Background: an optimization exercise with open tools, aiming at small area, a short achievable clock period and few clock cycles per item. Do not read the settings as production practice.
Function was checked by simulation only, so behaviour that the tests miss may differ from the original.

==> build 78: inputs <==
==> flow/design.v <==
module aes_sbox (
    input  wire [7:0] a,
    output reg  [7:0] y
);
    always @(*) begin
        case (a)
            8'h00: y = 8'h63;
            8'h01: y = 8'h7c;
            8'h02: y = 8'h77;
            8'h03: y = 8'h7b;
            8'h04: y = 8'hf2;
            8'h05: y = 8'h6b;
            8'h06: y = 8'h6f;
            8'h07: y = 8'hc5;
            8'h08: y = 8'h30;
            8'h09: y = 8'h01;
            8'h0a: y = 8'h67;
            8'h0b: y = 8'h2b;
            8'h0c: y = 8'hfe;
            8'h0d: y = 8'hd7;
            8'h0e: y = 8'hab;
            8'h0f: y = 8'h76;
            8'h10: y = 8'hca;
            8'h11: y = 8'h82;
            8'h12: y = 8'hc9;
            8'h13: y = 8'h7d;
            8'h14: y = 8'hfa;
            8'h15: y = 8'h59;
            8'h16: y = 8'h47;
            8'h17: y = 8'hf0;
            8'h18: y = 8'had;
            8'h19: y = 8'hd4;
            8'h1a: y = 8'ha2;
            8'h1b: y = 8'haf;
            8'h1c: y = 8'h9c;
            8'h1d: y = 8'ha4;
            8'h1e: y = 8'h72;
            8'h1f: y = 8'hc0;
            8'h20: y = 8'hb7;
            8'h21: y = 8'hfd;
            8'h22: y = 8'h93;
            8'h23: y = 8'h26;
            8'h24: y = 8'h36;
            8'h25: y = 8'h3f;
            8'h26: y = 8'hf7;
            8'h27: y = 8'hcc;
            8'h28: y = 8'h34;
            8'h29: y = 8'ha5;
            8'h2a: y = 8'he5;
            8'h2b: y = 8'hf1;
            8'h2c: y = 8'h71;
            8'h2d: y = 8'hd8;
            8'h2e: y = 8'h31;
            8'h2f: y = 8'h15;
            8'h30: y = 8'h04;
            8'h31: y = 8'hc7;
            8'h32: y = 8'h23;
            8'h33: y = 8'hc3;
            8'h34: y = 8'h18;
            8'h35: y = 8'h96;
            8'h36: y = 8'h05;
            8'h37: y = 8'h9a;
            8'h38: y = 8'h07;
            8'h39: y = 8'h12;
            8'h3a: y = 8'h80;
            8'h3b: y = 8'he2;
            8'h3c: y = 8'heb;
            8'h3d: y = 8'h27;
            8'h3e: y = 8'hb2;
            8'h3f: y = 8'h75;
            8'h40: y = 8'h09;
            8'h41: y = 8'h83;
            8'h42: y = 8'h2c;
            8'h43: y = 8'h1a;
            8'h44: y = 8'h1b;
            8'h45: y = 8'h6e;
            8'h46: y = 8'h5a;
            8'h47: y = 8'ha0;
            8'h48: y = 8'h52;
            8'h49: y = 8'h3b;
            8'h4a: y = 8'hd6;
            8'h4b: y = 8'hb3;
            8'h4c: y = 8'h29;
            8'h4d: y = 8'he3;
            8'h4e: y = 8'h2f;
            8'h4f: y = 8'h84;
            8'h50: y = 8'h53;
            8'h51: y = 8'hd1;
            8'h52: y = 8'h00;
            8'h53: y = 8'hed;
            8'h54: y = 8'h20;
            8'h55: y = 8'hfc;
            8'h56: y = 8'hb1;
            8'h57: y = 8'h5b;
            8'h58: y = 8'h6a;
            8'h59: y = 8'hcb;
            8'h5a: y = 8'hbe;
            8'h5b: y = 8'h39;
            8'h5c: y = 8'h4a;
            8'h5d: y = 8'h4c;
            8'h5e: y = 8'h58;
            8'h5f: y = 8'hcf;
            8'h60: y = 8'hd0;
            8'h61: y = 8'hef;
            8'h62: y = 8'haa;
            8'h63: y = 8'hfb;
            8'h64: y = 8'h43;
            8'h65: y = 8'h4d;
            8'h66: y = 8'h33;
            8'h67: y = 8'h85;
            8'h68: y = 8'h45;
            8'h69: y = 8'hf9;
            8'h6a: y = 8'h02;
            8'h6b: y = 8'h7f;
            8'h6c: y = 8'h50;
            8'h6d: y = 8'h3c;
            8'h6e: y = 8'h9f;
            8'h6f: y = 8'ha8;
            8'h70: y = 8'h51;
            8'h71: y = 8'ha3;
            8'h72: y = 8'h40;
            8'h73: y = 8'h8f;
            8'h74: y = 8'h92;
            8'h75: y = 8'h9d;
            8'h76: y = 8'h38;
            8'h77: y = 8'hf5;
            8'h78: y = 8'hbc;
            8'h79: y = 8'hb6;
            8'h7a: y = 8'hda;
            8'h7b: y = 8'h21;
            8'h7c: y = 8'h10;
            8'h7d: y = 8'hff;
            8'h7e: y = 8'hf3;
            8'h7f: y = 8'hd2;
            8'h80: y = 8'hcd;
            8'h81: y = 8'h0c;
            8'h82: y = 8'h13;
            8'h83: y = 8'hec;
            8'h84: y = 8'h5f;
            8'h85: y = 8'h97;
            8'h86: y = 8'h44;
            8'h87: y = 8'h17;
            8'h88: y = 8'hc4;
            8'h89: y = 8'ha7;
            8'h8a: y = 8'h7e;
            8'h8b: y = 8'h3d;
            8'h8c: y = 8'h64;
            8'h8d: y = 8'h5d;
            8'h8e: y = 8'h19;
            8'h8f: y = 8'h73;
            8'h90: y = 8'h60;
            8'h91: y = 8'h81;
            8'h92: y = 8'h4f;
            8'h93: y = 8'hdc;
            8'h94: y = 8'h22;
            8'h95: y = 8'h2a;
            8'h96: y = 8'h90;
            8'h97: y = 8'h88;
            8'h98: y = 8'h46;
            8'h99: y = 8'hee;
            8'h9a: y = 8'hb8;
            8'h9b: y = 8'h14;
            8'h9c: y = 8'hde;
            8'h9d: y = 8'h5e;
            8'h9e: y = 8'h0b;
            8'h9f: y = 8'hdb;
            8'ha0: y = 8'he0;
            8'ha1: y = 8'h32;
            8'ha2: y = 8'h3a;
            8'ha3: y = 8'h0a;
            8'ha4: y = 8'h49;
            8'ha5: y = 8'h06;
            8'ha6: y = 8'h24;
            8'ha7: y = 8'h5c;
            8'ha8: y = 8'hc2;
            8'ha9: y = 8'hd3;
            8'haa: y = 8'hac;
            8'hab: y = 8'h62;
            8'hac: y = 8'h91;
            8'had: y = 8'h95;
            8'hae: y = 8'he4;
            8'haf: y = 8'h79;
            8'hb0: y = 8'he7;
            8'hb1: y = 8'hc8;
            8'hb2: y = 8'h37;
            8'hb3: y = 8'h6d;
            8'hb4: y = 8'h8d;
            8'hb5: y = 8'hd5;
            8'hb6: y = 8'h4e;
            8'hb7: y = 8'ha9;
            8'hb8: y = 8'h6c;
            8'hb9: y = 8'h56;
            8'hba: y = 8'hf4;
            8'hbb: y = 8'hea;
            8'hbc: y = 8'h65;
            8'hbd: y = 8'h7a;
            8'hbe: y = 8'hae;
            8'hbf: y = 8'h08;
            8'hc0: y = 8'hba;
            8'hc1: y = 8'h78;
            8'hc2: y = 8'h25;
            8'hc3: y = 8'h2e;
            8'hc4: y = 8'h1c;
            8'hc5: y = 8'ha6;
            8'hc6: y = 8'hb4;
            8'hc7: y = 8'hc6;
            8'hc8: y = 8'he8;
            8'hc9: y = 8'hdd;
            8'hca: y = 8'h74;
            8'hcb: y = 8'h1f;
            8'hcc: y = 8'h4b;
            8'hcd: y = 8'hbd;
            8'hce: y = 8'h8b;
            8'hcf: y = 8'h8a;
            8'hd0: y = 8'h70;
            8'hd1: y = 8'h3e;
            8'hd2: y = 8'hb5;
            8'hd3: y = 8'h66;
            8'hd4: y = 8'h48;
            8'hd5: y = 8'h03;
            8'hd6: y = 8'hf6;
            8'hd7: y = 8'h0e;
            8'hd8: y = 8'h61;
            8'hd9: y = 8'h35;
            8'hda: y = 8'h57;
            8'hdb: y = 8'hb9;
            8'hdc: y = 8'h86;
            8'hdd: y = 8'hc1;
            8'hde: y = 8'h1d;
            8'hdf: y = 8'h9e;
            8'he0: y = 8'he1;
            8'he1: y = 8'hf8;
            8'he2: y = 8'h98;
            8'he3: y = 8'h11;
            8'he4: y = 8'h69;
            8'he5: y = 8'hd9;
            8'he6: y = 8'h8e;
            8'he7: y = 8'h94;
            8'he8: y = 8'h9b;
            8'he9: y = 8'h1e;
            8'hea: y = 8'h87;
            8'heb: y = 8'he9;
            8'hec: y = 8'hce;
            8'hed: y = 8'h55;
            8'hee: y = 8'h28;
            8'hef: y = 8'hdf;
            8'hf0: y = 8'h8c;
            8'hf1: y = 8'ha1;
            8'hf2: y = 8'h89;
            8'hf3: y = 8'h0d;
            8'hf4: y = 8'hbf;
            8'hf5: y = 8'he6;
            8'hf6: y = 8'h42;
            8'hf7: y = 8'h68;
            8'hf8: y = 8'h41;
            8'hf9: y = 8'h99;
            8'hfa: y = 8'h2d;
            8'hfb: y = 8'h0f;
            8'hfc: y = 8'hb0;
            8'hfd: y = 8'h54;
            8'hfe: y = 8'hbb;
            8'hff: y = 8'h16;
            default: y = 8'h00;
        endcase
    end
endmodule
module xts_aes256_enc (
    input  wire         clk,
    input  wire         rst,         
    input  wire         start,
    input  wire [255:0] key1,
    input  wire [255:0] key2,
    input  wire [127:0] tweak,
    output wire         idle,
    input  wire         in_valid,
    input  wire [127:0] in_data,
    input  wire         in_last,
    output wire         in_ready,
    output reg          out_valid,
    output reg  [127:0] out_data,
    output reg          out_last
);
    localparam [1:0] S_IDLE  = 2'd0,
                     S_TWEAK = 2'd1,    
                     S_DATA  = 2'd2;    
    reg [1:0]   mode;
    reg [255:0] k1;          
    reg [127:0] t;           
    reg         last_q;      
    reg         busy;        
    reg [3:0]   round;       
    reg [127:0] s;           
    reg [127:0] kp;          
    reg [127:0] kc;          
    assign idle     = (mode == S_IDLE);
    wire final_round;
    assign in_ready = (mode == S_DATA) && (!busy || (final_round && !last_q));
    wire accept = in_valid && in_ready;
    wire [127:0] sb;
    genvar gi;
    generate
        for (gi = 0; gi < 16; gi = gi + 1) begin : g_sbox
            aes_sbox u_sbox (.a(s[127-8*gi -: 8]), .y(sb[127-8*gi -: 8]));
        end
    endgenerate
    function [7:0] xtime;
        input [7:0] b;
        xtime = {b[6:0], 1'b0} ^ (b[7] ? 8'h1b : 8'h00);
    endfunction
    function [7:0] byte_of;
        input [127:0] v;
        input integer i;
        byte_of = v[127-8*i -: 8];
    endfunction
    reg [127:0] sr;          
    reg [127:0] mc;          
    integer r, c;
    reg [7:0] a0, a1, a2, a3;
    always @(*) begin
        for (c = 0; c < 4; c = c + 1)
            for (r = 0; r < 4; r = r + 1)
                sr[127-8*(4*c+r) -: 8] = byte_of(sb, 4*((c + r) % 4) + r);
        for (c = 0; c < 4; c = c + 1) begin
            a0 = byte_of(sr, 4*c+0);
            a1 = byte_of(sr, 4*c+1);
            a2 = byte_of(sr, 4*c+2);
            a3 = byte_of(sr, 4*c+3);
            mc[127-8*(4*c+0) -: 8] = xtime(a0) ^ xtime(a1) ^ a1 ^ a2 ^ a3;
            mc[127-8*(4*c+1) -: 8] = a0 ^ xtime(a1) ^ xtime(a2) ^ a2 ^ a3;
            mc[127-8*(4*c+2) -: 8] = a0 ^ a1 ^ xtime(a2) ^ xtime(a3) ^ a3;
            mc[127-8*(4*c+3) -: 8] = xtime(a0) ^ a0 ^ a1 ^ a2 ^ xtime(a3);
        end
    end
    assign       final_round = (round == 4'd14);
    wire [127:0] s_next      = (final_round ? sr : mc) ^ kc;
    wire [31:0] kc_w3 = kc[31:0];
    wire [31:0] sw_in = round[0] ? {kc_w3[23:0], kc_w3[31:24]} : kc_w3;   
    wire [31:0] sw_out;
    generate
        for (gi = 0; gi < 4; gi = gi + 1) begin : g_ksbox
            aes_sbox u_ksbox (.a(sw_in[31-8*gi -: 8]), .y(sw_out[31-8*gi -: 8]));
        end
    endgenerate
    reg [7:0] rcon;
    always @(*) begin
        case (round)
            4'd1:    rcon = 8'h01;
            4'd3:    rcon = 8'h02;
            4'd5:    rcon = 8'h04;
            4'd7:    rcon = 8'h08;
            4'd9:    rcon = 8'h10;
            4'd11:   rcon = 8'h20;
            4'd13:   rcon = 8'h40;
            default: rcon = 8'h00;
        endcase
    end
    wire [31:0]  ktmp = sw_out ^ {rcon, 24'h000000};
    wire [31:0]  nw0  = kp[127:96] ^ ktmp;
    wire [31:0]  nw1  = kp[95:64]  ^ nw0;
    wire [31:0]  nw2  = kp[63:32]  ^ nw1;
    wire [31:0]  nw3  = kp[31:0]   ^ nw2;
    wire [127:0] k_next = {nw0, nw1, nw2, nw3};
    function [127:0] mul_alpha;
        input [127:0] v;
        integer i;
        reg [7:0] b, prev;
        begin
            for (i = 0; i < 16; i = i + 1) begin
                b    = v[127-8*i -: 8];
                prev = (i == 0) ? (v[7] ? 8'h87 : 8'h00) : {7'd0, v[127-8*(i-1)]};
                mul_alpha[127-8*i -: 8] = {b[6:0], 1'b0} ^ prev;
            end
        end
    endfunction
    wire [127:0] cipher_out = s_next ^ t;
    always @(posedge clk) begin
        if (rst) begin
            mode      <= S_IDLE;
            busy      <= 1'b0;
            out_valid <= 1'b0;
            out_last  <= 1'b0;
        end else begin
            out_valid <= 1'b0;
            out_last  <= 1'b0;
            if (mode == S_IDLE && start) begin
                mode  <= S_TWEAK;
                k1    <= key1;
                s     <= tweak ^ key2[255:128];
                kp    <= key2[255:128];
                kc    <= key2[127:0];
                round <= 4'd1;
                busy  <= 1'b1;
            end else if (accept) begin
                s      <= in_data ^ (busy ? mul_alpha(t) : t) ^ k1[255:128];
                kp     <= k1[255:128];
                kc     <= k1[127:0];
                round  <= 4'd1;
                busy   <= 1'b1;
                last_q <= in_last;
                if (busy) begin
                    out_valid <= 1'b1;
                    out_data  <= cipher_out;
                    out_last  <= last_q;
                    t         <= mul_alpha(t);
                end
            end else if (busy) begin
                s     <= s_next;
                kp    <= kc;
                kc    <= k_next;
                round <= round + 4'd1;
                if (final_round) begin
                    busy <= 1'b0;
                    if (mode == S_TWEAK) begin
                        t    <= s_next;
                        mode <= S_DATA;
                    end else begin
                        out_valid <= 1'b1;
                        out_data  <= cipher_out;
                        out_last  <= last_q;
                        t         <= mul_alpha(t);
                        if (last_q)
                            mode <= S_IDLE;
                    end
                end
            end
        end
    end
endmodule
==> flow/run.sh <==
#!/bin/bash
# synth_recipe.tcl (not shown) runs the flow's synth.tcl, then flattens the netlist and writes it again
# the make line also repeats each setting of config.mk as NAME=value (left out here)
make -C /OpenROAD-flow-scripts/flow DESIGN_CONFIG=/design/flow/config.mk WORK_HOME=/design/flow/orfs CLKGATE_MAP_FILE= SYNTH_SCRIPT=/design/flow/synth_recipe.tcl finish
==> flow/config.mk <==
export PLATFORM = sky130hd
export DESIGN_NAME = xts_aes256_enc
export DESIGN_NICKNAME = xts_aes256_enc
export VERILOG_FILES = /design/flow/design.v
export SDC_FILE = /design/flow/constraint.sdc
export NUM_CORES = 4
export LEC_CHECK = 0
export ABC_AREA = 1
export CAP_MARGIN = 20
export CORE_MARGIN = 2
export CORE_UTILIZATION = 25
export PLACE_DENSITY = 0.35
export SLEW_MARGIN = 20
==> flow/constraint.sdc <==
create_clock -name core_clock -period 10.0 [get_ports {clk}]
set_input_delay 2.0000 -clock core_clock [delete_from_list [all_inputs] [get_ports {clk}]]
set_output_delay 2.0000 -clock core_clock [all_outputs]
set_load 0.01 [all_outputs]
==> trial 56 (differences from build 78) <==
--- a/flow/design.v
+++ b/flow/design.v
@@ -295,4 +295,3 @@
     assign idle     = (mode == S_IDLE);
-    wire final_round;
-    assign in_ready = (mode == S_DATA) && (!busy || (final_round && !last_q));
+    assign in_ready = (mode == S_DATA) && !busy;
     wire accept = in_valid && in_ready;
@@ -333,3 +332,3 @@
     end
-    assign       final_round = (round == 4'd14);
+    wire         final_round = (round == 4'd14);
     wire [127:0] s_next      = (final_round ? sr : mc) ^ kc;
@@ -393,3 +392,3 @@
             end else if (accept) begin
-                s      <= in_data ^ (busy ? mul_alpha(t) : t) ^ k1[255:128];
+                s      <= in_data ^ t ^ k1[255:128];
                 kp     <= k1[255:128];
@@ -399,8 +398,2 @@
                 last_q <= in_last;
-                if (busy) begin
-                    out_valid <= 1'b1;
-                    out_data  <= cipher_out;
-                    out_last  <= last_q;
-                    t         <= mul_alpha(t);
-                end
             end else if (busy) begin
ABC_AREA = default   (was 1)
==> comparison table <==
	build 78	trial 56
Status	no timing/DRC/antenna violations	no timing/DRC/antenna violations
Data-path buffer share of cell area in the final layout	8.66%	10.2%
Post-synthesis simple-gate area fraction	49.3%	15.6%
Critical path depth	17	14
Last element of the critical path	a3[1]	kc[55]
Post-Route M1 WL	364000 microns	351000 microns
Placed cell count	25700	21300
Number of global-route vias before repair	137000	130000
Cell Rows	251	253
Non-Clock Buffer Count	1249	1574
Placeable core region	466000 sq um	475000 sq um
Arrival @ worst endpoint	7760 ps	8390 ps
Aggregate routed wire length	863000 microns	848000 microns
Maximum number of pins on one net before global-route repair	122	104
Multiplexer fraction of the synthesized cell area	0%	3.04%
Vias per std cell	5.58	6.46
Testbench counts of build 78, summed over its fixed seeds: cycles 69,576, blocks 4,896.
Testbench counts of trial 56, summed over its fixed seeds: cycles 74,408, blocks 4,896.

port drivers added, routing unchanged:
The flow's constraints put no driver on any port. The routed layouts listed below were extracted and timed again, unchanged, in two steps.
Step 1: set_driving_cell puts a clkbuf_16 on clk and a buf_2 on each other input, an assumption about the parent block.
Step 2, shift: input delay + t, output delay - t, t = (earliest + latest rising clock arrival at the registers) / 2. This alone moves slack from input paths to output paths.
Slacks: no drivers / after step 1 / after step 2; pairs: no drivers / after step 1.
run | t, ns | setup WS [ns] | worst data-port slew with drivers (ns) | pins driven straight from the clock port
build 78 | 1.032 | 3.096 / 3.100 / 2.161 | 0.43 | 1
trial 56 | 1.052 | 2.212 / 2.212 / 1.197 | 0.46 | 1
After both steps setup and hold are still met in every run listed. For trial 56, which loses most, drivers alone change the setup slack by 0.000 ns; drivers and shift together by -1.015 ns.
